Context: an optimization exercise on an open-source flow, tuned for small area and a short achievable clock period. The choices shown serve that exercise and are no tape-out recipe.
In this exercise RTL edits were held to simulation tests only and were not proved equivalent to the original.
Power is estimated from default activity; no workload was simulated.

`flow/config.mk`:
```
export PLATFORM = sky130hd
export DESIGN_NAME = ecc80_64
export DESIGN_NICKNAME = ecc80_64
export VERILOG_FILES = /design/flow/design.v
export SDC_FILE = /design/flow/constraint.sdc
export NUM_CORES = 4
export LEC_CHECK = 0
export CAP_MARGIN = 20
export CORE_MARGIN = 2
export CORE_UTILIZATION = 50
export GPL_TIMING_DRIVEN = 0
export SLEW_MARGIN = 20
export SYNTH_HIERARCHICAL = 1
export SYNTH_MINIMUM_KEEP_SIZE = 0
```
`flow/constraint.sdc`:
```
create_clock -name core_clock -period 10.0 [get_ports {clk}]
set_input_delay 2.0000 -clock core_clock [delete_from_list [all_inputs] [get_ports {clk}]]
set_output_delay 2.0000 -clock core_clock [all_outputs]
set_load 0.01 [all_outputs]
```
`flow/design.v`:
```
module ecc_x2 (input wire a, input wire b, output wire y);
    assign y = a ^ b;
endmodule
module ecc_xn2 (input wire a, input wire b, output wire y);
    assign y = ~(a ^ b);
endmodule
module ecc_nand4 (input wire [3:0] a, output wire y);
    assign y = ~&a;
endmodule
module ecc_o22ai (input wire a1, input wire a2, input wire b1, input wire b2, output wire y);
    assign y = ~((a1 | a2) & (b1 | b2));
endmodule
module ecc_nor2 (input wire a, input wire b, output wire y);
    assign y = ~(a | b);
endmodule
module ecc_nor3 (input wire a, input wire b, input wire c, output wire y);
    assign y = ~(a | b | c);
endmodule
module ecc_nor4 (input wire a, input wire b, input wire c, input wire d, output wire y);
    assign y = ~(a | b | c | d);
endmodule
module ecc_and2 (input wire a, input wire b, output wire y);
    assign y = a & b;
endmodule
module ecc_a21oi (input wire a1, input wire a2, input wire b, output wire y);
    assign y = ~((a1 & a2) | b);
endmodule
module ecc_fix (input wire v, input wire s0, input wire z, output wire y);
    assign y = v ^ (s0 & z);
endmodule
module ecc80_64 (
    input  wire        clk,
    input  wire [63:0] enc_data,
    output reg  [15:0] enc_check,     
    input  wire [79:0] dec_word,
    output reg  [63:0] dec_data,      
    output reg  [1:0]  dec_status,    
    output reg  [3:0]  dec_symbol     
);
    wire xe0;
    ecc_x2  u_xe0 (.a(enc_data[15]), .b(enc_data[23]), .y(xe0));
    wire xe1;
    ecc_x2  u_xe1 (.a(enc_data[1]), .b(enc_data[8]), .y(xe1));
    wire xe2;
    ecc_x2  u_xe2 (.a(enc_data[18]), .b(enc_data[25]), .y(xe2));
    wire xe3;
    ecc_x2  u_xe3 (.a(enc_data[0]), .b(enc_data[22]), .y(xe3));
    wire xe4;
    ecc_x2  u_xe4 (.a(enc_data[3]), .b(enc_data[10]), .y(xe4));
    wire xe5;
    ecc_x2  u_xe5 (.a(enc_data[30]), .b(xe3), .y(xe5));
    wire xe6;
    ecc_x2  u_xe6 (.a(xe0), .b(xe1), .y(xe6));
    wire xe7;
    ecc_x2  u_xe7 (.a(enc_data[31]), .b(xe6), .y(xe7));
    wire xe8;
    ecc_x2  u_xe8 (.a(enc_data[5]), .b(enc_data[12]), .y(xe8));
    wire xe9;
    ecc_x2  u_xe9 (.a(enc_data[6]), .b(enc_data[13]), .y(xe9));
    wire xe10;
    ecc_x2  u_xe10 (.a(enc_data[9]), .b(enc_data[16]), .y(xe10));
    wire xe11;
    ecc_x2  u_xe11 (.a(enc_data[32]), .b(xe2), .y(xe11));
    wire xe12;
    ecc_x2  u_xe12 (.a(enc_data[29]), .b(enc_data[37]), .y(xe12));
    wire xe13;
    ecc_x2  u_xe13 (.a(enc_data[4]), .b(enc_data[11]), .y(xe13));
    wire xe14;
    ecc_x2  u_xe14 (.a(enc_data[17]), .b(xe4), .y(xe14));
    wire xe15;
    ecc_x2  u_xe15 (.a(xe5), .b(xe12), .y(xe15));
    wire xe16;
    ecc_x2  u_xe16 (.a(enc_data[39]), .b(xe7), .y(xe16));
    wire xe17;
    ecc_x2  u_xe17 (.a(enc_data[19]), .b(enc_data[26]), .y(xe17));
    wire xe18;
    ecc_x2  u_xe18 (.a(enc_data[7]), .b(enc_data[14]), .y(xe18));
    wire xe19;
    ecc_x2  u_xe19 (.a(enc_data[20]), .b(enc_data[27]), .y(xe19));
    wire xe20;
    ecc_x2  u_xe20 (.a(enc_data[49]), .b(enc_data[56]), .y(xe20));
    wire xe21;
    ecc_x2  u_xe21 (.a(enc_data[2]), .b(xe10), .y(xe21));
    wire xe22;
    ecc_x2  u_xe22 (.a(enc_data[38]), .b(enc_data[46]), .y(xe22));
    wire xe23;
    ecc_x2  u_xe23 (.a(enc_data[34]), .b(enc_data[41]), .y(xe23));
    wire xe24;
    ecc_x2  u_xe24 (.a(enc_data[36]), .b(enc_data[43]), .y(xe24));
    wire xe25;
    ecc_x2  u_xe25 (.a(enc_data[33]), .b(enc_data[40]), .y(xe25));
    wire xe26;
    ecc_x2  u_xe26 (.a(xe8), .b(xe17), .y(xe26));
    wire xe27;
    ecc_x2  u_xe27 (.a(xe9), .b(xe19), .y(xe27));
    wire xe28;
    ecc_x2  u_xe28 (.a(enc_data[24]), .b(xe14), .y(xe28));
    wire xe29;
    ecc_x2  u_xe29 (.a(enc_data[44]), .b(xe15), .y(xe29));
    wire xe30;
    ecc_x2  u_xe30 (.a(xe16), .b(xe22), .y(xe30));
    wire xe31;
    ecc_x2  u_xe31 (.a(enc_data[48]), .b(xe23), .y(xe31));
    wire xe32;
    ecc_x2  u_xe32 (.a(enc_data[21]), .b(xe18), .y(xe32));
    wire xe33;
    ecc_x2  u_xe33 (.a(enc_data[42]), .b(xe20), .y(xe33));
    wire xe34;
    ecc_x2  u_xe34 (.a(xe21), .b(xe25), .y(xe34));
    wire xe35;
    ecc_x2  u_xe35 (.a(xe11), .b(xe13), .y(xe35));
    wire xe36;
    ecc_x2  u_xe36 (.a(enc_data[45]), .b(enc_data[52]), .y(xe36));
    wire xe37;
    ecc_x2  u_xe37 (.a(enc_data[47]), .b(enc_data[55]), .y(xe37));
    wire xe38;
    ecc_x2  u_xe38 (.a(enc_data[51]), .b(xe24), .y(xe38));
    wire xe39;
    ecc_x2  u_xe39 (.a(xe29), .b(xe36), .y(xe39));
    wire xe40;
    ecc_x2  u_xe40 (.a(enc_data[54]), .b(xe30), .y(xe40));
    wire xe41;
    ecc_x2  u_xe41 (.a(enc_data[28]), .b(enc_data[35]), .y(xe41));
    wire xe42;
    ecc_x2  u_xe42 (.a(xe27), .b(xe38), .y(xe42));
    wire xe43;
    ecc_x2  u_xe43 (.a(xe31), .b(xe33), .y(xe43));
    wire xe44;
    ecc_x2  u_xe44 (.a(enc_data[50]), .b(xe26), .y(xe44));
    wire xe45;
    ecc_x2  u_xe45 (.a(xe34), .b(xe37), .y(xe45));
    wire xe46;
    ecc_x2  u_xe46 (.a(xe28), .b(xe32), .y(xe46));
    wire xe47;
    ecc_x2  u_xe47 (.a(xe11), .b(xe39), .y(xe47));
    wire xe48;
    ecc_x2  u_xe48 (.a(enc_data[53]), .b(enc_data[60]), .y(xe48));
    wire xe49;
    ecc_x2  u_xe49 (.a(enc_data[61]), .b(xe9), .y(xe49));
    wire xe50;
    ecc_x2  u_xe50 (.a(xe8), .b(xe48), .y(xe50));
    wire xe51;
    ecc_x2  u_xe51 (.a(enc_data[57]), .b(xe44), .y(xe51));
    wire xe52;
    ecc_x2  u_xe52 (.a(enc_data[63]), .b(xe28), .y(xe52));
    wire xe53;
    ecc_x2  u_xe53 (.a(enc_data[58]), .b(xe42), .y(xe53));
    wire xe54;
    ecc_x2  u_xe54 (.a(xe35), .b(xe41), .y(xe54));
    wire xe55;
    ecc_x2  u_xe55 (.a(enc_data[62]), .b(xe45), .y(xe55));
    wire xe56;
    ecc_x2  u_xe56 (.a(xe40), .b(xe49), .y(xe56));
    wire xe57;
    ecc_x2  u_xe57 (.a(xe47), .b(xe50), .y(xe57));
    wire xe58;
    ecc_x2  u_xe58 (.a(enc_data[15]), .b(enc_data[29]), .y(xe58));
    wire xe59;
    ecc_x2  u_xe59 (.a(enc_data[38]), .b(enc_data[59]), .y(xe59));
    wire xe60;
    ecc_x2  u_xe60 (.a(enc_data[45]), .b(enc_data[53]), .y(xe60));
    wire xe61;
    ecc_x2  u_xe61 (.a(enc_data[11]), .b(enc_data[36]), .y(xe61));
    wire xe62;
    ecc_x2  u_xe62 (.a(xe0), .b(xe13), .y(xe62));
    wire xe63;
    ecc_x2  u_xe63 (.a(enc_data[34]), .b(xe4), .y(xe63));
    wire xe64;
    ecc_x2  u_xe64 (.a(xe24), .b(xe58), .y(xe64));
    wire xe65;
    ecc_x2  u_xe65 (.a(xe10), .b(xe20), .y(xe65));
    wire xe66;
    ecc_x2  u_xe66 (.a(enc_data[33]), .b(xe2), .y(xe66));
    wire xe67;
    ecc_x2  u_xe67 (.a(xe5), .b(xe18), .y(xe67));
    wire xe68;
    ecc_x2  u_xe68 (.a(xe14), .b(xe66), .y(xe68));
    wire xe69;
    ecc_x2  u_xe69 (.a(xe26), .b(xe31), .y(xe69));
    wire xe70;
    ecc_x2  u_xe70 (.a(xe21), .b(xe27), .y(xe70));
    wire xe71;
    ecc_x2  u_xe71 (.a(xe63), .b(xe65), .y(xe71));
    wire xe72;
    ecc_x2  u_xe72 (.a(xe43), .b(xe70), .y(xe72));
    wire xe73;
    ecc_x2  u_xe73 (.a(xe15), .b(xe60), .y(xe73));
    wire xe74;
    ecc_x2  u_xe74 (.a(xe33), .b(xe34), .y(xe74));
    wire xe75;
    ecc_x2  u_xe75 (.a(xe7), .b(xe59), .y(xe75));
    wire xe76;
    ecc_x2  u_xe76 (.a(xe54), .b(xe72), .y(xe76));
    wire xe77;
    ecc_x2  u_xe77 (.a(xe29), .b(xe62), .y(xe77));
    wire xe78;
    ecc_x2  u_xe78 (.a(xe35), .b(xe73), .y(xe78));
    wire xe79;
    ecc_x2  u_xe79 (.a(xe51), .b(xe64), .y(xe79));
    wire xe80;
    ecc_x2  u_xe80 (.a(enc_data[47]), .b(xe46), .y(xe80));
    wire xe81;
    ecc_x2  u_xe81 (.a(xe53), .b(xe71), .y(xe81));
    wire xe82;
    ecc_x2  u_xe82 (.a(xe52), .b(xe69), .y(xe82));
    wire xe83;
    ecc_x2  u_xe83 (.a(xe30), .b(xe43), .y(xe83));
    wire xe84;
    ecc_x2  u_xe84 (.a(xe55), .b(xe67), .y(xe84));
    wire xe85;
    ecc_x2  u_xe85 (.a(xe40), .b(xe84), .y(xe85));
    wire xe86;
    ecc_x2  u_xe86 (.a(xe57), .b(xe83), .y(xe86));
    wire xe87;
    ecc_x2  u_xe87 (.a(xe56), .b(xe80), .y(xe87));
    wire xe88;
    ecc_x2  u_xe88 (.a(enc_data[3]), .b(enc_data[59]), .y(xe88));
    wire xe89;
    ecc_x2  u_xe89 (.a(enc_data[8]), .b(enc_data[42]), .y(xe89));
    wire xe90;
    ecc_x2  u_xe90 (.a(enc_data[9]), .b(enc_data[22]), .y(xe90));
    wire xe91;
    ecc_x2  u_xe91 (.a(enc_data[1]), .b(enc_data[56]), .y(xe91));
    wire xe92;
    ecc_x2  u_xe92 (.a(enc_data[48]), .b(enc_data[49]), .y(xe92));
    wire xe93;
    ecc_x2  u_xe93 (.a(enc_data[3]), .b(enc_data[26]), .y(xe93));
    wire xe94;
    ecc_x2  u_xe94 (.a(enc_data[14]), .b(enc_data[21]), .y(xe94));
    wire xe95;
    ecc_x2  u_xe95 (.a(enc_data[0]), .b(enc_data[7]), .y(xe95));
    wire xe96;
    ecc_x2  u_xe96 (.a(enc_data[32]), .b(enc_data[50]), .y(xe96));
    wire xe97;
    ecc_x2  u_xe97 (.a(enc_data[27]), .b(enc_data[35]), .y(xe97));
    wire xe98;
    ecc_x2  u_xe98 (.a(enc_data[20]), .b(enc_data[28]), .y(xe98));
    wire xe99;
    ecc_x2  u_xe99 (.a(xe89), .b(xe92), .y(xe99));
    wire xe100;
    ecc_x2  u_xe100 (.a(xe13), .b(xe41), .y(xe100));
    wire xe101;
    ecc_x2  u_xe101 (.a(enc_data[2]), .b(xe90), .y(xe101));
    wire xe102;
    ecc_x2  u_xe102 (.a(enc_data[16]), .b(xe23), .y(xe102));
    wire xe103;
    ecc_x2  u_xe103 (.a(xe37), .b(xe94), .y(xe103));
    wire xe104;
    ecc_x2  u_xe104 (.a(enc_data[13]), .b(xe19), .y(xe104));
    wire xe105;
    ecc_x2  u_xe105 (.a(xe61), .b(xe97), .y(xe105));
    wire xe106;
    ecc_x2  u_xe106 (.a(enc_data[25]), .b(xe25), .y(xe106));
    wire xe107;
    ecc_x2  u_xe107 (.a(enc_data[19]), .b(xe88), .y(xe107));
    wire xe108;
    ecc_x2  u_xe108 (.a(xe61), .b(xe98), .y(xe108));
    wire xe109;
    ecc_x2  u_xe109 (.a(enc_data[12]), .b(xe17), .y(xe109));
    wire xe110;
    ecc_x2  u_xe110 (.a(xe27), .b(xe95), .y(xe110));
    wire xe111;
    ecc_x2  u_xe111 (.a(xe99), .b(xe100), .y(xe111));
    wire xe112;
    ecc_x2  u_xe112 (.a(enc_data[6]), .b(xe26), .y(xe112));
    wire xe113;
    ecc_x2  u_xe113 (.a(xe96), .b(xe106), .y(xe113));
    wire xe114;
    ecc_x2  u_xe114 (.a(xe32), .b(xe109), .y(xe114));
    wire xe115;
    ecc_x2  u_xe115 (.a(xe32), .b(xe101), .y(xe115));
    wire xe116;
    ecc_x2  u_xe116 (.a(xe91), .b(xe102), .y(xe116));
    wire xe117;
    ecc_x2  u_xe117 (.a(xe38), .b(xe107), .y(xe117));
    wire xe118;
    ecc_x2  u_xe118 (.a(xe111), .b(xe115), .y(xe118));
    wire xe119;
    ecc_x2  u_xe119 (.a(xe42), .b(xe93), .y(xe119));
    wire xe120;
    ecc_x2  u_xe120 (.a(enc_data[18]), .b(xe44), .y(xe120));
    wire xe121;
    ecc_x2  u_xe121 (.a(xe68), .b(xe116), .y(xe121));
    wire xe122;
    ecc_x2  u_xe122 (.a(xe35), .b(xe112), .y(xe122));
    wire xe123;
    ecc_x2  u_xe123 (.a(xe54), .b(xe74), .y(xe123));
    wire xe124;
    ecc_x2  u_xe124 (.a(xe51), .b(xe53), .y(xe124));
    wire xe125;
    ecc_x2  u_xe125 (.a(xe68), .b(xe118), .y(xe125));
    wire xe126;
    ecc_x2  u_xe126 (.a(xe45), .b(xe110), .y(xe126));
    wire xe127;
    ecc_x2  u_xe127 (.a(xe75), .b(xe119), .y(xe127));
    wire xe128;
    ecc_x2  u_xe128 (.a(xe75), .b(xe113), .y(xe128));
    wire xe129;
    ecc_x2  u_xe129 (.a(xe16), .b(xe103), .y(xe129));
    wire xe130;
    ecc_x2  u_xe130 (.a(xe1), .b(xe46), .y(xe130));
    wire xe131;
    ecc_x2  u_xe131 (.a(xe3), .b(xe46), .y(xe131));
    wire xe132;
    ecc_x2  u_xe132 (.a(xe121), .b(xe124), .y(xe132));
    wire xe133;
    ecc_x2  u_xe133 (.a(xe52), .b(xe129), .y(xe133));
    wire xe134;
    ecc_x2  u_xe134 (.a(xe74), .b(xe127), .y(xe134));
    wire xe135;
    ecc_x2  u_xe135 (.a(xe81), .b(xe128), .y(xe135));
    wire xe136;
    ecc_x2  u_xe136 (.a(xe79), .b(xe125), .y(xe136));
    wire xe137;
    ecc_x2  u_xe137 (.a(xe82), .b(xe126), .y(xe137));
    wire xe138;
    ecc_x2  u_xe138 (.a(xe76), .b(xe130), .y(xe138));
    wire xe139;
    ecc_x2  u_xe139 (.a(xe78), .b(xe114), .y(xe139));
    wire xe140;
    ecc_x2  u_xe140 (.a(enc_data[5]), .b(xe78), .y(xe140));
    wire xe141;
    ecc_x2  u_xe141 (.a(xe82), .b(xe104), .y(xe141));
    wire xe142;
    ecc_x2  u_xe142 (.a(xe81), .b(xe120), .y(xe142));
    wire xe143;
    ecc_x2  u_xe143 (.a(xe123), .b(xe131), .y(xe143));
    wire xe144;
    ecc_x2  u_xe144 (.a(xe77), .b(xe142), .y(xe144));
    wire xe145;
    ecc_x2  u_xe145 (.a(xe16), .b(xe137), .y(xe145));
    wire xe146;
    ecc_x2  u_xe146 (.a(xe55), .b(xe139), .y(xe146));
    wire xe147;
    ecc_x2  u_xe147 (.a(xe79), .b(xe143), .y(xe147));
    wire xe148;
    ecc_x2  u_xe148 (.a(xe47), .b(xe134), .y(xe148));
    wire xe149;
    ecc_x2  u_xe149 (.a(xe77), .b(xe132), .y(xe149));
    wire xe150;
    ecc_x2  u_xe150 (.a(xe39), .b(xe135), .y(xe150));
    wire xe151;
    ecc_x2  u_xe151 (.a(xe76), .b(xe133), .y(xe151));
    wire xe152;
    ecc_x2  u_xe152 (.a(xe85), .b(xe122), .y(xe152));
    wire xe153;
    ecc_x2  u_xe153 (.a(xe56), .b(xe146), .y(xe153));
    wire xe154;
    ecc_x2  u_xe154 (.a(xe57), .b(xe108), .y(xe154));
    wire xe155;
    ecc_x2  u_xe155 (.a(xe85), .b(xe141), .y(xe155));
    wire xe156;
    ecc_x2  u_xe156 (.a(xe87), .b(xe154), .y(xe156));
    wire xe157;
    ecc_x2  u_xe157 (.a(xe86), .b(xe117), .y(xe157));
    wire xe158;
    ecc_x2  u_xe158 (.a(xe87), .b(xe140), .y(xe158));
    wire xe159;
    ecc_x2  u_xe159 (.a(xe86), .b(xe105), .y(xe159));
    wire [15:0] enc_c = {xe138, xe145, xe152, xe158, xe159, xe148, xe144, xe136, xe151, xe155, xe153, xe156, xe157, xe150, xe149, xe147};
    always @(posedge clk)
        enc_check <= enc_c;
    wire xs0;
    ecc_x2  u_xs0 (.a(dec_word[54]), .b(dec_word[75]), .y(xs0));
    wire xs1;
    ecc_x2  u_xs1 (.a(dec_word[47]), .b(dec_word[68]), .y(xs1));
    wire xs2;
    ecc_x2  u_xs2 (.a(xs0), .b(xs1), .y(xs2));
    wire xs3;
    ecc_x2  u_xs3 (.a(dec_word[31]), .b(dec_word[45]), .y(xs3));
    wire xs4;
    ecc_x2  u_xs4 (.a(dec_word[51]), .b(dec_word[72]), .y(xs4));
    wire xs5;
    ecc_x2  u_xs5 (.a(dec_word[55]), .b(dec_word[62]), .y(xs5));
    wire xs6;
    ecc_x2  u_xs6 (.a(dec_word[46]), .b(dec_word[67]), .y(xs6));
    wire xs7;
    ecc_x2  u_xs7 (.a(dec_word[59]), .b(dec_word[73]), .y(xs7));
    wire xs8;
    ecc_x2  u_xs8 (.a(dec_word[53]), .b(dec_word[74]), .y(xs8));
    wire xs9;
    ecc_x2  u_xs9 (.a(dec_word[29]), .b(dec_word[43]), .y(xs9));
    wire xs10;
    ecc_x2  u_xs10 (.a(dec_word[50]), .b(dec_word[64]), .y(xs10));
    wire xs11;
    ecc_x2  u_xs11 (.a(dec_word[30]), .b(dec_word[44]), .y(xs11));
    wire xs12;
    ecc_x2  u_xs12 (.a(dec_word[23]), .b(dec_word[58]), .y(xs12));
    wire xs13;
    ecc_x2  u_xs13 (.a(dec_word[38]), .b(dec_word[66]), .y(xs13));
    wire xs14;
    ecc_x2  u_xs14 (.a(dec_word[15]), .b(dec_word[57]), .y(xs14));
    wire xs15;
    ecc_x2  u_xs15 (.a(dec_word[39]), .b(dec_word[60]), .y(xs15));
    wire xs16;
    ecc_x2  u_xs16 (.a(dec_word[37]), .b(dec_word[65]), .y(xs16));
    wire xs17;
    ecc_x2  u_xs17 (.a(dec_word[22]), .b(dec_word[36]), .y(xs17));
    wire xs18;
    ecc_x2  u_xs18 (.a(dec_word[69]), .b(dec_word[76]), .y(xs18));
    wire xs19;
    ecc_x2  u_xs19 (.a(xs10), .b(xs17), .y(xs19));
    wire xs20;
    ecc_x2  u_xs20 (.a(xs3), .b(xs13), .y(xs20));
    wire xs21;
    ecc_x2  u_xs21 (.a(xs5), .b(xs18), .y(xs21));
    wire xs22;
    ecc_x2  u_xs22 (.a(xs4), .b(xs11), .y(xs22));
    wire xs23;
    ecc_x2  u_xs23 (.a(xs12), .b(xs16), .y(xs23));
    wire xs24;
    ecc_x2  u_xs24 (.a(dec_word[52]), .b(xs7), .y(xs24));
    wire xs25;
    ecc_x2  u_xs25 (.a(xs8), .b(xs15), .y(xs25));
    wire xs26;
    ecc_x2  u_xs26 (.a(xs9), .b(xs14), .y(xs26));
    wire xs27;
    ecc_x2  u_xs27 (.a(xs22), .b(xs23), .y(xs27));
    wire xs28;
    ecc_x2  u_xs28 (.a(xs19), .b(xs26), .y(xs28));
    wire xs29;
    ecc_x2  u_xs29 (.a(xs20), .b(xs24), .y(xs29));
    wire xs30;
    ecc_x2  u_xs30 (.a(dec_word[70]), .b(dec_word[77]), .y(xs30));
    wire xs31;
    ecc_x2  u_xs31 (.a(dec_word[71]), .b(dec_word[78]), .y(xs31));
    wire xs32;
    ecc_x2  u_xs32 (.a(dec_word[61]), .b(dec_word[79]), .y(xs32));
    wire xs33;
    ecc_x2  u_xs33 (.a(xs6), .b(xs25), .y(xs33));
    wire xs34;
    ecc_x2  u_xs34 (.a(xs2), .b(xs21), .y(xs34));
    wire xs35;
    ecc_x2  u_xs35 (.a(dec_word[21]), .b(dec_word[61]), .y(xs35));
    wire xs36;
    ecc_x2  u_xs36 (.a(dec_word[63]), .b(xs30), .y(xs36));
    wire xs37;
    ecc_x2  u_xs37 (.a(xs27), .b(xs28), .y(xs37));
    wire xs38;
    ecc_x2  u_xs38 (.a(xs28), .b(xs34), .y(xs38));
    wire xs39;
    ecc_x2  u_xs39 (.a(xs29), .b(xs33), .y(xs39));
    wire xs40;
    ecc_x2  u_xs40 (.a(dec_word[44]), .b(dec_word[76]), .y(xs40));
    wire xs41;
    ecc_x2  u_xs41 (.a(dec_word[19]), .b(dec_word[27]), .y(xs41));
    wire xs42;
    ecc_x2  u_xs42 (.a(dec_word[52]), .b(dec_word[68]), .y(xs42));
    wire xs43;
    ecc_x2  u_xs43 (.a(dec_word[49]), .b(dec_word[56]), .y(xs43));
    wire xs44;
    ecc_x2  u_xs44 (.a(dec_word[45]), .b(dec_word[77]), .y(xs44));
    wire xs45;
    ecc_x2  u_xs45 (.a(dec_word[0]), .b(dec_word[8]), .y(xs45));
    wire xs46;
    ecc_x2  u_xs46 (.a(dec_word[53]), .b(dec_word[69]), .y(xs46));
    wire xs47;
    ecc_x2  u_xs47 (.a(dec_word[35]), .b(dec_word[43]), .y(xs47));
    wire xs48;
    ecc_x2  u_xs48 (.a(dec_word[20]), .b(dec_word[48]), .y(xs48));
    wire xs49;
    ecc_x2  u_xs49 (.a(dec_word[14]), .b(dec_word[78]), .y(xs49));
    wire xs50;
    ecc_x2  u_xs50 (.a(dec_word[23]), .b(dec_word[79]), .y(xs50));
    wire xs51;
    ecc_x2  u_xs51 (.a(dec_word[4]), .b(dec_word[18]), .y(xs51));
    wire xs52;
    ecc_x2  u_xs52 (.a(dec_word[12]), .b(dec_word[40]), .y(xs52));
    wire xs53;
    ecc_x2  u_xs53 (.a(dec_word[51]), .b(dec_word[75]), .y(xs53));
    wire xs54;
    ecc_x2  u_xs54 (.a(dec_word[25]), .b(dec_word[49]), .y(xs54));
    wire xs55;
    ecc_x2  u_xs55 (.a(dec_word[7]), .b(dec_word[55]), .y(xs55));
    wire xs56;
    ecc_x2  u_xs56 (.a(dec_word[10]), .b(dec_word[24]), .y(xs56));
    wire xs57;
    ecc_x2  u_xs57 (.a(dec_word[63]), .b(dec_word[71]), .y(xs57));
    wire xs58;
    ecc_x2  u_xs58 (.a(dec_word[6]), .b(dec_word[22]), .y(xs58));
    wire xs59;
    ecc_x2  u_xs59 (.a(dec_word[33]), .b(dec_word[65]), .y(xs59));
    wire xs60;
    ecc_x2  u_xs60 (.a(dec_word[28]), .b(dec_word[36]), .y(xs60));
    wire xs61;
    ecc_x2  u_xs61 (.a(dec_word[4]), .b(dec_word[20]), .y(xs61));
    wire xs62;
    ecc_x2  u_xs62 (.a(dec_word[3]), .b(dec_word[59]), .y(xs62));
    wire xs63;
    ecc_x2  u_xs63 (.a(dec_word[24]), .b(dec_word[32]), .y(xs63));
    wire xs64;
    ecc_x2  u_xs64 (.a(dec_word[50]), .b(dec_word[66]), .y(xs64));
    wire xs65;
    ecc_x2  u_xs65 (.a(dec_word[56]), .b(dec_word[64]), .y(xs65));
    wire xs66;
    ecc_x2  u_xs66 (.a(dec_word[17]), .b(dec_word[57]), .y(xs66));
    wire xs67;
    ecc_x2  u_xs67 (.a(dec_word[2]), .b(dec_word[74]), .y(xs67));
    wire xs68;
    ecc_x2  u_xs68 (.a(dec_word[13]), .b(dec_word[37]), .y(xs68));
    wire xs69;
    ecc_x2  u_xs69 (.a(dec_word[34]), .b(dec_word[42]), .y(xs69));
    wire xs70;
    ecc_x2  u_xs70 (.a(dec_word[15]), .b(dec_word[31]), .y(xs70));
    wire xs71;
    ecc_x2  u_xs71 (.a(dec_word[6]), .b(dec_word[41]), .y(xs71));
    wire xs72;
    ecc_x2  u_xs72 (.a(dec_word[26]), .b(dec_word[58]), .y(xs72));
    wire xs73;
    ecc_x2  u_xs73 (.a(dec_word[39]), .b(dec_word[47]), .y(xs73));
    wire xs74;
    ecc_x2  u_xs74 (.a(dec_word[54]), .b(dec_word[62]), .y(xs74));
    wire xs75;
    ecc_x2  u_xs75 (.a(dec_word[19]), .b(dec_word[33]), .y(xs75));
    wire xs76;
    ecc_x2  u_xs76 (.a(dec_word[7]), .b(dec_word[42]), .y(xs76));
    wire xs77;
    ecc_x2  u_xs77 (.a(dec_word[41]), .b(dec_word[73]), .y(xs77));
    wire xs78;
    ecc_x2  u_xs78 (.a(dec_word[48]), .b(dec_word[72]), .y(xs78));
    wire xs79;
    ecc_x2  u_xs79 (.a(dec_word[14]), .b(dec_word[35]), .y(xs79));
    wire xs80;
    ecc_x2  u_xs80 (.a(dec_word[10]), .b(dec_word[18]), .y(xs80));
    wire xs81;
    ecc_x2  u_xs81 (.a(dec_word[13]), .b(dec_word[27]), .y(xs81));
    wire xs82;
    ecc_x2  u_xs82 (.a(dec_word[1]), .b(dec_word[9]), .y(xs82));
    wire xs83;
    ecc_x2  u_xs83 (.a(dec_word[32]), .b(dec_word[63]), .y(xs83));
    wire xs84;
    ecc_x2  u_xs84 (.a(dec_word[30]), .b(dec_word[38]), .y(xs84));
    wire xs85;
    ecc_x2  u_xs85 (.a(dec_word[5]), .b(dec_word[26]), .y(xs85));
    wire xs86;
    ecc_x2  u_xs86 (.a(dec_word[12]), .b(dec_word[60]), .y(xs86));
    wire xs87;
    ecc_x2  u_xs87 (.a(dec_word[2]), .b(dec_word[16]), .y(xs87));
    wire xs88;
    ecc_x2  u_xs88 (.a(dec_word[11]), .b(dec_word[25]), .y(xs88));
    wire xs89;
    ecc_x2  u_xs89 (.a(dec_word[1]), .b(dec_word[8]), .y(xs89));
    wire xs90;
    ecc_x2  u_xs90 (.a(dec_word[3]), .b(dec_word[17]), .y(xs90));
    wire xs91;
    ecc_x2  u_xs91 (.a(dec_word[5]), .b(dec_word[29]), .y(xs91));
    wire xs92;
    ecc_x2  u_xs92 (.a(dec_word[0]), .b(dec_word[61]), .y(xs92));
    wire xs93;
    ecc_x2  u_xs93 (.a(dec_word[46]), .b(dec_word[70]), .y(xs93));
    wire xs94;
    ecc_x2  u_xs94 (.a(dec_word[16]), .b(dec_word[40]), .y(xs94));
    wire xs95;
    ecc_x2  u_xs95 (.a(dec_word[11]), .b(dec_word[67]), .y(xs95));
    wire xs96;
    ecc_x2  u_xs96 (.a(dec_word[34]), .b(xs48), .y(xs96));
    wire xs97;
    ecc_x2  u_xs97 (.a(xs30), .b(xs83), .y(xs97));
    wire xs98;
    ecc_x2  u_xs98 (.a(xs63), .b(xs65), .y(xs98));
    wire xs99;
    ecc_x2  u_xs99 (.a(xs70), .b(xs73), .y(xs99));
    wire xs100;
    ecc_x2  u_xs100 (.a(xs32), .b(xs56), .y(xs100));
    wire xs101;
    ecc_x2  u_xs101 (.a(xs35), .b(xs46), .y(xs101));
    wire xs102;
    ecc_x2  u_xs102 (.a(dec_word[28]), .b(xs43), .y(xs102));
    wire xs103;
    ecc_x2  u_xs103 (.a(xs32), .b(xs71), .y(xs103));
    wire xs104;
    ecc_x2  u_xs104 (.a(xs72), .b(xs80), .y(xs104));
    wire xs105;
    ecc_x2  u_xs105 (.a(xs59), .b(xs66), .y(xs105));
    wire xs106;
    ecc_x2  u_xs106 (.a(xs64), .b(xs69), .y(xs106));
    wire xs107;
    ecc_x2  u_xs107 (.a(xs58), .b(xs74), .y(xs107));
    wire xs108;
    ecc_x2  u_xs108 (.a(xs50), .b(xs55), .y(xs108));
    wire xs109;
    ecc_x2  u_xs109 (.a(xs41), .b(xs47), .y(xs109));
    wire xs110;
    ecc_x2  u_xs110 (.a(xs60), .b(xs61), .y(xs110));
    wire xs111;
    ecc_x2  u_xs111 (.a(xs42), .b(xs86), .y(xs111));
    wire xs112;
    ecc_x2  u_xs112 (.a(xs44), .b(xs68), .y(xs112));
    wire xs113;
    ecc_x2  u_xs113 (.a(xs78), .b(xs94), .y(xs113));
    wire xs114;
    ecc_x2  u_xs114 (.a(xs54), .b(xs82), .y(xs114));
    wire xs115;
    ecc_x2  u_xs115 (.a(xs53), .b(xs62), .y(xs115));
    wire xs116;
    ecc_x2  u_xs116 (.a(xs49), .b(xs84), .y(xs116));
    wire xs117;
    ecc_x2  u_xs117 (.a(xs31), .b(xs87), .y(xs117));
    wire xs118;
    ecc_x2  u_xs118 (.a(xs35), .b(xs79), .y(xs118));
    wire xs119;
    ecc_x2  u_xs119 (.a(xs52), .b(xs75), .y(xs119));
    wire xs120;
    ecc_x2  u_xs120 (.a(xs31), .b(xs85), .y(xs120));
    wire xs121;
    ecc_x2  u_xs121 (.a(dec_word[9]), .b(xs32), .y(xs121));
    wire xs122;
    ecc_x2  u_xs122 (.a(xs31), .b(xs89), .y(xs122));
    wire xs123;
    ecc_x2  u_xs123 (.a(xs6), .b(xs90), .y(xs123));
    wire xs124;
    ecc_x2  u_xs124 (.a(xs51), .b(xs88), .y(xs124));
    wire xs125;
    ecc_x2  u_xs125 (.a(xs101), .b(xs112), .y(xs125));
    wire xs126;
    ecc_x2  u_xs126 (.a(xs110), .b(xs111), .y(xs126));
    wire xs127;
    ecc_x2  u_xs127 (.a(xs77), .b(xs114), .y(xs127));
    wire xs128;
    ecc_x2  u_xs128 (.a(xs45), .b(xs98), .y(xs128));
    wire xs129;
    ecc_x2  u_xs129 (.a(xs67), .b(xs106), .y(xs129));
    wire xs130;
    ecc_x2  u_xs130 (.a(xs2), .b(xs25), .y(xs130));
    wire xs131;
    ecc_x2  u_xs131 (.a(xs109), .b(xs115), .y(xs131));
    wire xs132;
    ecc_x2  u_xs132 (.a(xs57), .b(xs108), .y(xs132));
    wire xs133;
    ecc_x2  u_xs133 (.a(xs21), .b(xs36), .y(xs133));
    wire xs134;
    ecc_x2  u_xs134 (.a(xs81), .b(xs103), .y(xs134));
    wire xs135;
    ecc_x2  u_xs135 (.a(xs93), .b(xs116), .y(xs135));
    wire xs136;
    ecc_x2  u_xs136 (.a(xs76), .b(xs102), .y(xs136));
    wire xs137;
    ecc_x2  u_xs137 (.a(xs97), .b(xs124), .y(xs137));
    wire xs138;
    ecc_x2  u_xs138 (.a(xs117), .b(xs121), .y(xs138));
    wire xs139;
    ecc_x2  u_xs139 (.a(xs2), .b(xs96), .y(xs139));
    wire xs140;
    ecc_x2  u_xs140 (.a(xs36), .b(xs92), .y(xs140));
    wire xs141;
    ecc_x2  u_xs141 (.a(xs100), .b(xs123), .y(xs141));
    wire xs142;
    ecc_x2  u_xs142 (.a(xs119), .b(xs120), .y(xs142));
    wire xs143;
    ecc_x2  u_xs143 (.a(xs27), .b(xs133), .y(xs143));
    wire xs144;
    ecc_x2  u_xs144 (.a(xs134), .b(xs139), .y(xs144));
    wire xs145;
    ecc_x2  u_xs145 (.a(xs130), .b(xs141), .y(xs145));
    wire xs146;
    ecc_x2  u_xs146 (.a(xs29), .b(xs138), .y(xs146));
    wire xs147;
    ecc_x2  u_xs147 (.a(xs27), .b(xs142), .y(xs147));
    wire xs148;
    ecc_x2  u_xs148 (.a(xs33), .b(xs34), .y(xs148));
    wire xs149;
    ecc_x2  u_xs149 (.a(xs95), .b(xs131), .y(xs149));
    wire xs150;
    ecc_x2  u_xs150 (.a(xs40), .b(xs126), .y(xs150));
    wire xs151;
    ecc_x2  u_xs151 (.a(xs113), .b(xs128), .y(xs151));
    wire xs152;
    ecc_x2  u_xs152 (.a(xs29), .b(xs137), .y(xs152));
    wire xs153;
    ecc_x2  u_xs153 (.a(xs104), .b(xs129), .y(xs153));
    wire xs154;
    ecc_x2  u_xs154 (.a(xs91), .b(xs125), .y(xs154));
    wire xs155;
    ecc_x2  u_xs155 (.a(xs99), .b(xs132), .y(xs155));
    wire xs156;
    ecc_x2  u_xs156 (.a(xs118), .b(xs136), .y(xs156));
    wire xs157;
    ecc_x2  u_xs157 (.a(xs105), .b(xs127), .y(xs157));
    wire xs158;
    ecc_x2  u_xs158 (.a(xs107), .b(xs135), .y(xs158));
    wire xs159;
    ecc_x2  u_xs159 (.a(xs38), .b(xs140), .y(xs159));
    wire xs160;
    ecc_x2  u_xs160 (.a(xs122), .b(xs143), .y(xs160));
    wire xs161;
    ecc_x2  u_xs161 (.a(xs37), .b(xs145), .y(xs161));
    wire xs162;
    ecc_x2  u_xs162 (.a(xs39), .b(xs147), .y(xs162));
    wire xs163;
    ecc_x2  u_xs163 (.a(xs38), .b(xs146), .y(xs163));
    wire xs164;
    ecc_x2  u_xs164 (.a(xs148), .b(xs156), .y(xs164));
    wire xs165;
    ecc_x2  u_xs165 (.a(xs37), .b(xs152), .y(xs165));
    wire xs166;
    ecc_x2  u_xs166 (.a(xs39), .b(xs144), .y(xs166));
    wire [7:0] s0 = {xs155, xs158, xs154, xs150, xs149, xs153, xs157, xs151};
    wire [7:0] s1 = {xs164, xs166, xs162, xs165, xs161, xs163, xs160, xs159};
    wire xt0;
    ecc_x2  u_xt0 (.a(s0[6]), .b(s0[7]), .y(xt0));
    wire xt1;
    ecc_x2  u_xt1 (.a(s0[4]), .b(s0[5]), .y(xt1));
    wire xt2;
    ecc_x2  u_xt2 (.a(s0[3]), .b(s0[7]), .y(xt2));
    wire xt3;
    ecc_x2  u_xt3 (.a(s0[0]), .b(s0[6]), .y(xt3));
    wire xt4;
    ecc_x2  u_xt4 (.a(s0[1]), .b(s0[5]), .y(xt4));
    wire xt5;
    ecc_x2  u_xt5 (.a(s0[3]), .b(s0[4]), .y(xt5));
    wire xt6;
    ecc_x2  u_xt6 (.a(s0[2]), .b(xt0), .y(xt6));
    wire xt7;
    ecc_x2  u_xt7 (.a(s0[1]), .b(s0[2]), .y(xt7));
    wire xt8;
    ecc_x2  u_xt8 (.a(xt1), .b(xt3), .y(xt8));
    wire xt9;
    ecc_x2  u_xt9 (.a(xt0), .b(xt4), .y(xt9));
    wire xt10;
    ecc_x2  u_xt10 (.a(s0[3]), .b(xt1), .y(xt10));
    wire xt11;
    ecc_x2  u_xt11 (.a(s0[2]), .b(xt5), .y(xt11));
    wire xt12;
    ecc_x2  u_xt12 (.a(s0[2]), .b(s1[3]), .y(xt12));
    wire xt13;
    ecc_x2  u_xt13 (.a(s0[7]), .b(s1[2]), .y(xt13));
    wire xt14;
    ecc_x2  u_xt14 (.a(xt2), .b(xt7), .y(xt14));
    wire xt15;
    ecc_x2  u_xt15 (.a(s0[3]), .b(s0[6]), .y(xt15));
    wire xt16;
    ecc_x2  u_xt16 (.a(s1[3]), .b(xt0), .y(xt16));
    wire xt17;
    ecc_x2  u_xt17 (.a(s0[1]), .b(xt5), .y(xt17));
    wire xt18;
    ecc_x2  u_xt18 (.a(xt3), .b(xt7), .y(xt18));
    wire xt19;
    ecc_x2  u_xt19 (.a(s0[4]), .b(s1[2]), .y(xt19));
    wire xt20;
    ecc_x2  u_xt20 (.a(s1[3]), .b(xt1), .y(xt20));
    wire xt21;
    ecc_x2  u_xt21 (.a(s0[0]), .b(s0[2]), .y(xt21));
    wire xt22;
    ecc_x2  u_xt22 (.a(s1[2]), .b(xt2), .y(xt22));
    wire xt23;
    ecc_xn2 u_xt23 (.a(s0[1]), .b(s1[1]), .y(xt23));
    wire xt24;
    ecc_xn2 u_xt24 (.a(s0[6]), .b(s1[0]), .y(xt24));
    wire xt25;
    ecc_xn2 u_xt25 (.a(s0[7]), .b(s1[7]), .y(xt25));
    wire xt26;
    ecc_x2  u_xt26 (.a(s0[5]), .b(xt3), .y(xt26));
    wire xt27;
    ecc_xn2 u_xt27 (.a(s0[4]), .b(s1[7]), .y(xt27));
    wire xt28;
    ecc_x2  u_xt28 (.a(xt1), .b(xt21), .y(xt28));
    wire xt29;
    ecc_xn2 u_xt29 (.a(s1[4]), .b(xt2), .y(xt29));
    wire xt30;
    ecc_x2  u_xt30 (.a(s1[2]), .b(xt4), .y(xt30));
    wire xt31;
    ecc_xn2 u_xt31 (.a(s0[5]), .b(s1[6]), .y(xt31));
    wire xt32;
    ecc_xn2 u_xt32 (.a(s0[0]), .b(s1[1]), .y(xt32));
    wire xt33;
    ecc_xn2 u_xt33 (.a(s1[2]), .b(xt3), .y(xt33));
    wire xt34;
    ecc_xn2 u_xt34 (.a(s0[6]), .b(s1[1]), .y(xt34));
    wire xt35;
    ecc_xn2 u_xt35 (.a(s0[0]), .b(s1[0]), .y(xt35));
    wire xt36;
    ecc_x2  u_xt36 (.a(s0[0]), .b(xt2), .y(xt36));
    wire xt37;
    ecc_xn2 u_xt37 (.a(s1[5]), .b(xt2), .y(xt37));
    wire xt38;
    ecc_xn2 u_xt38 (.a(s0[5]), .b(s1[5]), .y(xt38));
    wire xt39;
    ecc_xn2 u_xt39 (.a(s1[6]), .b(xt2), .y(xt39));
    wire xt40;
    ecc_x2  u_xt40 (.a(s1[4]), .b(xt4), .y(xt40));
    wire xt41;
    ecc_x2  u_xt41 (.a(s0[0]), .b(s1[3]), .y(xt41));
    wire xt42;
    ecc_xn2 u_xt42 (.a(s1[0]), .b(xt2), .y(xt42));
    wire xt43;
    ecc_x2  u_xt43 (.a(s0[5]), .b(xt15), .y(xt43));
    wire xt44;
    ecc_xn2 u_xt44 (.a(s0[5]), .b(s1[0]), .y(xt44));
    wire xt45;
    ecc_xn2 u_xt45 (.a(s0[6]), .b(s1[7]), .y(xt45));
    wire xt46;
    ecc_xn2 u_xt46 (.a(s0[7]), .b(s1[1]), .y(xt46));
    wire xt47;
    ecc_xn2 u_xt47 (.a(s1[7]), .b(xt2), .y(xt47));
    wire xt48;
    ecc_xn2 u_xt48 (.a(s0[3]), .b(s1[3]), .y(xt48));
    wire xt49;
    ecc_xn2 u_xt49 (.a(s0[4]), .b(s1[4]), .y(xt49));
    wire xt50;
    ecc_xn2 u_xt50 (.a(s1[1]), .b(xt2), .y(xt50));
    wire xt51;
    ecc_xn2 u_xt51 (.a(s0[4]), .b(s1[5]), .y(xt51));
    wire xt52;
    ecc_xn2 u_xt52 (.a(s0[4]), .b(s1[6]), .y(xt52));
    wire xt53;
    ecc_xn2 u_xt53 (.a(s0[4]), .b(s1[1]), .y(xt53));
    wire xt54;
    ecc_x2  u_xt54 (.a(s1[2]), .b(xt0), .y(xt54));
    wire xt55;
    ecc_xn2 u_xt55 (.a(s0[6]), .b(s1[6]), .y(xt55));
    wire xt56;
    ecc_xn2 u_xt56 (.a(s0[5]), .b(s1[7]), .y(xt56));
    wire xt57;
    ecc_xn2 u_xt57 (.a(s0[2]), .b(s1[2]), .y(xt57));
    wire xt58;
    ecc_xn2 u_xt58 (.a(s0[4]), .b(s1[0]), .y(xt58));
    wire xt59;
    ecc_xn2 u_xt59 (.a(s0[7]), .b(s1[0]), .y(xt59));
    wire xt60;
    ecc_xn2 u_xt60 (.a(s0[5]), .b(s1[1]), .y(xt60));
    wire xt61;
    ecc_xn2 u_xt61 (.a(s0[7]), .b(xt12), .y(xt61));
    wire xt62;
    ecc_xn2 u_xt62 (.a(s1[4]), .b(xt11), .y(xt62));
    wire xt63;
    ecc_xn2 u_xt63 (.a(s1[7]), .b(xt8), .y(xt63));
    wire xt64;
    ecc_xn2 u_xt64 (.a(s1[4]), .b(xt10), .y(xt64));
    wire xt65;
    ecc_xn2 u_xt65 (.a(xt17), .b(xt54), .y(xt65));
    wire xt66;
    ecc_xn2 u_xt66 (.a(s1[0]), .b(xt6), .y(xt66));
    wire xt67;
    ecc_xn2 u_xt67 (.a(s1[7]), .b(xt11), .y(xt67));
    wire xt68;
    ecc_xn2 u_xt68 (.a(s1[5]), .b(xt9), .y(xt68));
    wire xt69;
    ecc_xn2 u_xt69 (.a(xt5), .b(xt16), .y(xt69));
    wire xt70;
    ecc_xn2 u_xt70 (.a(s1[3]), .b(xt26), .y(xt70));
    wire xt71;
    ecc_xn2 u_xt71 (.a(xt15), .b(xt30), .y(xt71));
    wire xt72;
    ecc_xn2 u_xt72 (.a(xt12), .b(xt36), .y(xt72));
    wire xt73;
    ecc_xn2 u_xt73 (.a(xt17), .b(xt41), .y(xt73));
    wire xt74;
    ecc_xn2 u_xt74 (.a(s1[5]), .b(xt6), .y(xt74));
    wire xt75;
    ecc_xn2 u_xt75 (.a(s1[6]), .b(xt14), .y(xt75));
    wire xt76;
    ecc_xn2 u_xt76 (.a(s0[6]), .b(xt19), .y(xt76));
    wire xt77;
    ecc_xn2 u_xt77 (.a(s1[6]), .b(xt9), .y(xt77));
    wire xt78;
    ecc_xn2 u_xt78 (.a(s1[5]), .b(xt14), .y(xt78));
    wire xt79;
    ecc_xn2 u_xt79 (.a(s1[4]), .b(xt14), .y(xt79));
    wire xt80;
    ecc_xn2 u_xt80 (.a(s1[1]), .b(xt6), .y(xt80));
    wire xt81;
    ecc_xn2 u_xt81 (.a(s0[7]), .b(xt20), .y(xt81));
    wire xt82;
    ecc_xn2 u_xt82 (.a(s1[0]), .b(xt9), .y(xt82));
    wire xt83;
    ecc_xn2 u_xt83 (.a(xt12), .b(xt43), .y(xt83));
    wire xt84;
    ecc_xn2 u_xt84 (.a(s1[0]), .b(xt8), .y(xt84));
    wire xt85;
    ecc_xn2 u_xt85 (.a(s0[1]), .b(xt13), .y(xt85));
    wire xt86;
    ecc_xn2 u_xt86 (.a(s1[7]), .b(xt6), .y(xt86));
    wire xt87;
    ecc_xn2 u_xt87 (.a(xt6), .b(xt19), .y(xt87));
    wire xt88;
    ecc_xn2 u_xt88 (.a(s1[4]), .b(xt8), .y(xt88));
    wire xt89;
    ecc_xn2 u_xt89 (.a(s1[6]), .b(xt8), .y(xt89));
    wire xt90;
    ecc_xn2 u_xt90 (.a(s0[5]), .b(xt13), .y(xt90));
    wire xt91;
    ecc_xn2 u_xt91 (.a(s0[5]), .b(xt22), .y(xt91));
    wire xt92;
    ecc_xn2 u_xt92 (.a(s1[1]), .b(xt9), .y(xt92));
    wire xt93;
    ecc_xn2 u_xt93 (.a(s1[4]), .b(xt6), .y(xt93));
    wire xt94;
    ecc_xn2 u_xt94 (.a(s0[1]), .b(xt16), .y(xt94));
    wire xt95;
    ecc_xn2 u_xt95 (.a(s1[1]), .b(xt8), .y(xt95));
    wire xt96;
    ecc_xn2 u_xt96 (.a(xt13), .b(xt28), .y(xt96));
    wire xt97;
    ecc_xn2 u_xt97 (.a(s1[7]), .b(xt9), .y(xt97));
    wire xt98;
    ecc_xn2 u_xt98 (.a(s1[6]), .b(xt6), .y(xt98));
    wire xt99;
    ecc_xn2 u_xt99 (.a(s1[7]), .b(xt10), .y(xt99));
    wire xt100;
    ecc_xn2 u_xt100 (.a(s1[5]), .b(xt11), .y(xt100));
    wire xt101;
    ecc_xn2 u_xt101 (.a(s1[6]), .b(xt11), .y(xt101));
    wire xt102;
    ecc_xn2 u_xt102 (.a(s1[5]), .b(xt8), .y(xt102));
    wire xt103;
    ecc_xn2 u_xt103 (.a(s1[4]), .b(xt18), .y(xt103));
    wire xt104;
    ecc_xn2 u_xt104 (.a(xt7), .b(xt20), .y(xt104));
    wire xt105;
    ecc_xn2 u_xt105 (.a(s1[0]), .b(xt10), .y(xt105));
    wire xt106;
    ecc_xn2 u_xt106 (.a(s1[6]), .b(xt10), .y(xt106));
    wire xt107;
    ecc_xn2 u_xt107 (.a(s1[5]), .b(xt18), .y(xt107));
    wire xt108;
    ecc_xn2 u_xt108 (.a(s1[5]), .b(xt10), .y(xt108));
    wire xt109;
    ecc_xn2 u_xt109 (.a(s1[4]), .b(xt9), .y(xt109));
    wire xt110;
    ecc_xn2 u_xt110 (.a(s0[0]), .b(xt40), .y(xt110));
    wire [7:0] tn0 = {xt25, xt55, xt38, xt49, xt48, xt57, xt23, xt35};
    wire [7:0] tn1 = {xt45, xt31, xt51, xt29, xt61, xt85, xt32, xt59};
    wire [7:0] tn2 = {xt56, xt52, xt37, xt93, xt94, xt33, xt46, xt24};
    wire [7:0] tn3 = {xt27, xt39, xt74, xt109, xt70, xt90, xt34, xt44};
    wire [7:0] tn4 = {xt47, xt98, xt68, xt88, xt81, xt76, xt60, xt58};
    wire [7:0] tn5 = {xt86, xt77, xt102, xt64, xt69, xt91, xt53, xt42};
    wire [7:0] tn6 = {xt97, xt89, xt108, xt62, xt83, xt87, xt50, xt66};
    wire [7:0] tn7 = {xt63, xt106, xt100, xt79, xt104, xt71, xt80, xt82};
    wire [7:0] tn8 = {xt99, xt101, xt78, xt103, xt73, xt96, xt92, xt84};
    wire [7:0] tn9 = {xt67, xt75, xt107, xt110, xt72, xt65, xt95, xt105};
    wire [79:0] tn = {tn9, tn8, tn7, tn6, tn5, tn4, tn3, tn2, tn1, tn0};
    wire [9:0] na, nb;
    genvar g;
    generate
        for (g = 0; g < 10; g = g + 1) begin : g_z
            ecc_nand4 u_na (.a(tn[8*g +: 4]), .y(na[g]));
            ecc_nand4 u_nb (.a(tn[8*g+4 +: 4]), .y(nb[g]));
        end
    endgenerate
    wire [9:0] z;
    generate
        for (g = 0; g < 10; g = g + 1) begin : g_zz
            ecc_nor2 u_z (.a(na[g]), .b(nb[g]), .y(z[g]));
        end
    endgenerate
    wire [63:0] fixed;
    generate
        for (g = 0; g < 64; g = g + 1) begin : g_fix
            ecc_fix u_fix (.v(dec_word[g]), .s0(s0[g % 8]), .z(z[g / 8]), .y(fixed[g]));
        end
    endgenerate
    wire w01, w23, w45, w67, w89, w02, w46;
    ecc_o22ai u_w01 (.a1(na[0]), .a2(nb[0]), .b1(na[1]), .b2(nb[1]), .y(w01));
    ecc_o22ai u_w23 (.a1(na[2]), .a2(nb[2]), .b1(na[3]), .b2(nb[3]), .y(w23));
    ecc_o22ai u_w45 (.a1(na[4]), .a2(nb[4]), .b1(na[5]), .b2(nb[5]), .y(w45));
    ecc_o22ai u_w67 (.a1(na[6]), .a2(nb[6]), .b1(na[7]), .b2(nb[7]), .y(w67));
    ecc_o22ai u_w89 (.a1(na[8]), .a2(nb[8]), .b1(na[9]), .b2(nb[9]), .y(w89));
    ecc_o22ai u_w02 (.a1(na[0]), .a2(nb[0]), .b1(na[2]), .b2(nb[2]), .y(w02));
    ecc_o22ai u_w46 (.a1(na[4]), .a2(nb[4]), .b1(na[6]), .b2(nb[6]), .y(w46));
    wire [3:0] symbol;
    wire       w4567n, unc, s0z, corr;
    ecc_nor3 u_sy0 (.a(w02), .b(w46), .c(z[8]), .y(symbol[0]));
    ecc_nor3 u_sy1 (.a(w01), .b(w45), .c(w89), .y(symbol[1]));
    ecc_nor3 u_sy2 (.a(w01), .b(w23), .c(w89), .y(symbol[2]));
    ecc_nor4 u_sy3 (.a(w01), .b(w23), .c(w45), .d(w67), .y(symbol[3]));
    ecc_nor2 u_w4567n (.a(w45), .b(w67), .y(w4567n));
    ecc_and2 u_unc (.a(symbol[2]), .b(w4567n), .y(unc));
    assign s0z = ~|s0;
    ecc_a21oi u_corr (.a1(symbol[2]), .a2(w4567n), .b(s0z), .y(corr));
    always @(posedge clk) begin
        dec_data   <= fixed;
        dec_status <= {unc, corr};
        dec_symbol <= symbol;
    end
endmodule
```
`flow/flow/run.sh`:
```
#!/bin/bash
# The standard layout (standard.sh), with two changes: the port buffers are
# sky130_fd_sc_hd__buf_1 instead of the delay-buffer cell buffer_ports picks by
# default, and timing repair aims for 5.5 ns of setup slack at the design's
# 10 ns clock (a shorter achieved period). Make's output goes to flow_make.log,
# each ORFS step's to orfs/logs/.
set -euo pipefail
bash standard.sh "BUFFER_PORTS_ARGS=-buffer_cell sky130_fd_sc_hd__buf_1" \
    SETUP_SLACK_MARGIN=5.5 finish > flow_make.log 2>&1
```
`flow/standard.sh`:
```
#!/bin/bash
# synth_recipe.tcl (not shown) runs the flow's synth.tcl, then flattens the netlist and writes it again
# the make line also repeats each setting of config.mk as NAME=value (left out here)
make -C /OpenROAD-flow-scripts/flow DESIGN_CONFIG=/design/flow/config.mk WORK_HOME=/design/flow/orfs CLKGATE_MAP_FILE= SYNTH_SCRIPT=/design/flow/synth_recipe.tcl "${@:-finish}"
```
==> run_results.csv <==
group,metric,value,unit
place,port_buffers,230,
synth,yosysTopAreaCell,"xor2_1",
synth,yosys.area.top_type_share,0.472,
sta,rsz0062_at_grt,"true",
sta,fmaxAchievable,201,MHz
detailed_routing,drt-initial-drc-count,454,
detailed_routing,vias,6539,
critical_path,cp_max_fo,3,
global_route,grt_overflow,0,
global_route,grt_pass1_vias,6071,
detailed_routing,drt-total-wl,27500,µm
synth,ys_seq_area_frac,0.259,
power,p_per_area,434,nW/µm²
synth,ys_ff_latch,86,
sta,setup-tns-final,0,ns
finish,utilization,0.863,
place,place.gp.congestion,0.887,
sta,finalHoldViolations,0,
power,peakVddDrop,413,µV
critical_path,end_kind,"register",
power,power_leakage,0.00437,µW
floorplanning,num_rows,42,
sta,drv_slew,0,
finish,nets,1193,
detailed_routing,ant_nets,0,
detailed_routing,wl_per_cell,22.4,µm
critical_path,cp-start-kind,"primary input",
sta,period_needed,4.98,ns
detailed_routing,viasPerCell,5.32,
worst_hold_path,holdCritPathClass,"primary input to register",
floorplanning,ios,231,
run_status,status,"no timing/DRC/antenna violations",
synth,syn-instance-count,698,
floorplanning,coreArea,13100,µm²
synth,netlist_top_cells_area,"xor2_1 47%, dfxtp_1 26%, xnor2_1 19%, nand2_1 3.6%, nand4_1 1.9%",
finish,diodes,0,
flow_run,maxCapViolations,0,
sta,worst_pin_slew,0.826,ns
synth,synth_area,6640,µm²
synth,syn_area_per_cell,9.51,µm²
cts,cts.reportedPaths.clkPinSlew,0.07,ns
global_route,grt_use_total,0.315,
cts,ctsRootBufferMaster,"clkbuf_16",
cts,clock-sinks,86,
global_route,grt_max_degree,16,
sta,setup_viol,0,
synth,syn-num-nets,843,
global_route,grt_pass1_wl,33700,µm
sta,timing.final.crit_share,0.498,
critical_path,crit_type,"primary input to register",
cts,cts_tree,"yes",
cts,cts_buffers,9,
detailed_routing,first_pass_iters,7,
finish,layout-drive-gt1-share,0.353,
floorplanning,initial_core_util,0.508,
sta,slew_headroom,0.449,
finish,layout_common_cells,"233 x xor2_1, 167 x buf_1, 132 x xnor2_1",
place,hpwl,15600,µm
critical_path,worstPathArrival,5.23,ns
floorplanning,die_h,119,µm
detailed_routing,drc_errors,0,
finish,synthToLayoutAreaGrowth,70.0,%
synth,synth_cell_types,12,
finish,final_common_cell,"xor2_1",
floorplanning,die_area,14200,µm²
synth,yosys_warnings,7,
critical_path,critical_path_required,10.25,ns
floorplanning,die_width,119,µm
global_route,antenna_found_initial,0,
cts,htree_levels,3,
cts,clock_path_buffers,2,
-- per-module statistics from Yosys (local to each module, per instance), a selection --
| module | cells inside | flip-flops and latches |
|---|---|---|
| ecc_fix | 2 | 0 |
| ecc_xn2 | 1 | 0 |
| ecc_nor2 | 1 | 0 |
| ecc_x2 | 1 | 0 |
| ecc80_64 | 89 | 86 |
| ecc_o22ai | 1 | 0 |
| ecc_nor3 | 1 | 0 |
| ecc_nand4 | 1 | 0 |
| ecc_a21oi | 1 | 0 |
-- per-layer routing --
| layer | share of wire | vias up | track usage |
|---|---|---|---|
| met5 | 0 | - | 0 |
| met3 | 0.083 | 129 | 0.0694 |
| met1 | 0.36 | 3180 | 0.382 |
| met4 | 0.057 | 0 | 0.106 |
| li1 | - | 2782 | - |
| met2 | 0.50 | 448 | 0.552 |
-- critical path, stage by stage --
cell and delay (ns):
buf_1 0.15, xor2_1 0.28, xor2_1 0.39, xor2_2 0.36
buf_4 0.23, xor2_4 0.30, xor2_4 0.25, buf_4 0.15
xnor2_1 0.14, nand4_1 0.28, buf_4 0.24, o22ai_4 0.22
nor3_4 0.07, and2_1 0.15
-- layout make-up --
type / count / area [µm²]
clock buffers: 10 / 229
clock inverters: 6 / 45.0
fillers: 653 / 1800
multi-input cells: 613 / 6790
flip-flops and latches: 86 / 1720
well taps: 176 / 220
repair buffers: 338 / 2280
-- what timing repair did --
| item | in CTS | in global routing |
|---|---|---|
| pin swaps | 69 | 114 |
| hold buffers | 0 | 0 |
| cloned | 1 | 0 |
| setup endpoints to repair | 70 | 74 |
| buffers inserted | 71 | 37 |
| resized for setup | 117 | 228 |
-- synthesized netlist by cell type --
master   count
xor2_1     358
xnor2_1    144
dfxtp_1     86
nand2_1     64
nand4_1     20
nor2_1      11
o22ai_1      7
nor3_2       3
or4_1        2
a21oi_2      1
and2_1       1
nor4_2       1
-- state kept, by name (all words and copies together), names as in the netlist --
register and cells:
dec_symbol 4, dec_status 2, dec_data 64, enc_check 16
-- where the power goes --
part           total [µW]  internal [µW]  switching [µW]  leakage [µW]
Combinational        4130           1940            2190       0.00352
Clock                 327            170             157      0.000131
Sequential            449            427            22.6      0.000724
Total                4900           2530            2370       0.00437
-- kinds of logic (layout without fill, tap and decap cells) --
kind of cell              Yosys count  in the layout  synth area share
xor gates and xnor gates          502            503             0.662
AOI/OAI and AO/OA                   8              8           0.00791
buffers and inverters               0            354                 0
and+or+nand+nor                   102            102            0.0708
DFF                                86             86             0.259
-- metrics by stage --
| stage | setup WS [ns] | hold slack (ns) | total power, µW | instances | area, µm² |
|---|---|---|---|---|---|
| after CTS | 5.50 | 1.88 | 3980 | 1192 | 9890 |
| after global routing | 5.00 | 1.84 | 5070 | 1229 | 11300 |
| after detailed placement | 4.04 | 2.32 | 2880 | 1104 | 8160 |
| after floorplan | 5.23 | 2.10 | 2430 | 698 | 7070 |
| final | 5.02 | 1.84 | 4900 | 1229 | 11300 |
| after global placement | 4.09 | 2.30 | 2820 | 1104 | 8160 |
-- path summary, 6_finish.rpt --
check / endpoint / startpoint / slack (ns) / depth (start not counted)
worst max-delay path: dec_status[1]$_DFF_P_ / dec_word[73] / 5.02 / 14
worst min-delay path: dec_data[38]$_DFF_P_ / dec_word[38] / 1.84 / 2

## what the ideal ports hide
How much do the figures lean on ideal ports? The routed layout below was timed once more, with nothing changed but the port constraints. Step 1, drivers: a clkbuf_16 drives clk and a buf_2 each remaining input, both assumed. Step 2 times the ports against the registers' clock, not the clock port: input delays grow and output delays shrink by t, the midpoint of the rising clock arrivals with the driver on. Slacks: ideal / step 1 / step 2; pairs: ideal / step 1.
t, ns: 0.396
slack for setup (ns): 5.023 / 5.030 / 4.634
worst slew at a driven data input, ns: 0.06
pins driven straight from the clock port: 1
After both steps this run still meets setup and hold. The setup slack of this run moves by +0.007 ns with the drivers and by -0.389 ns with both steps.
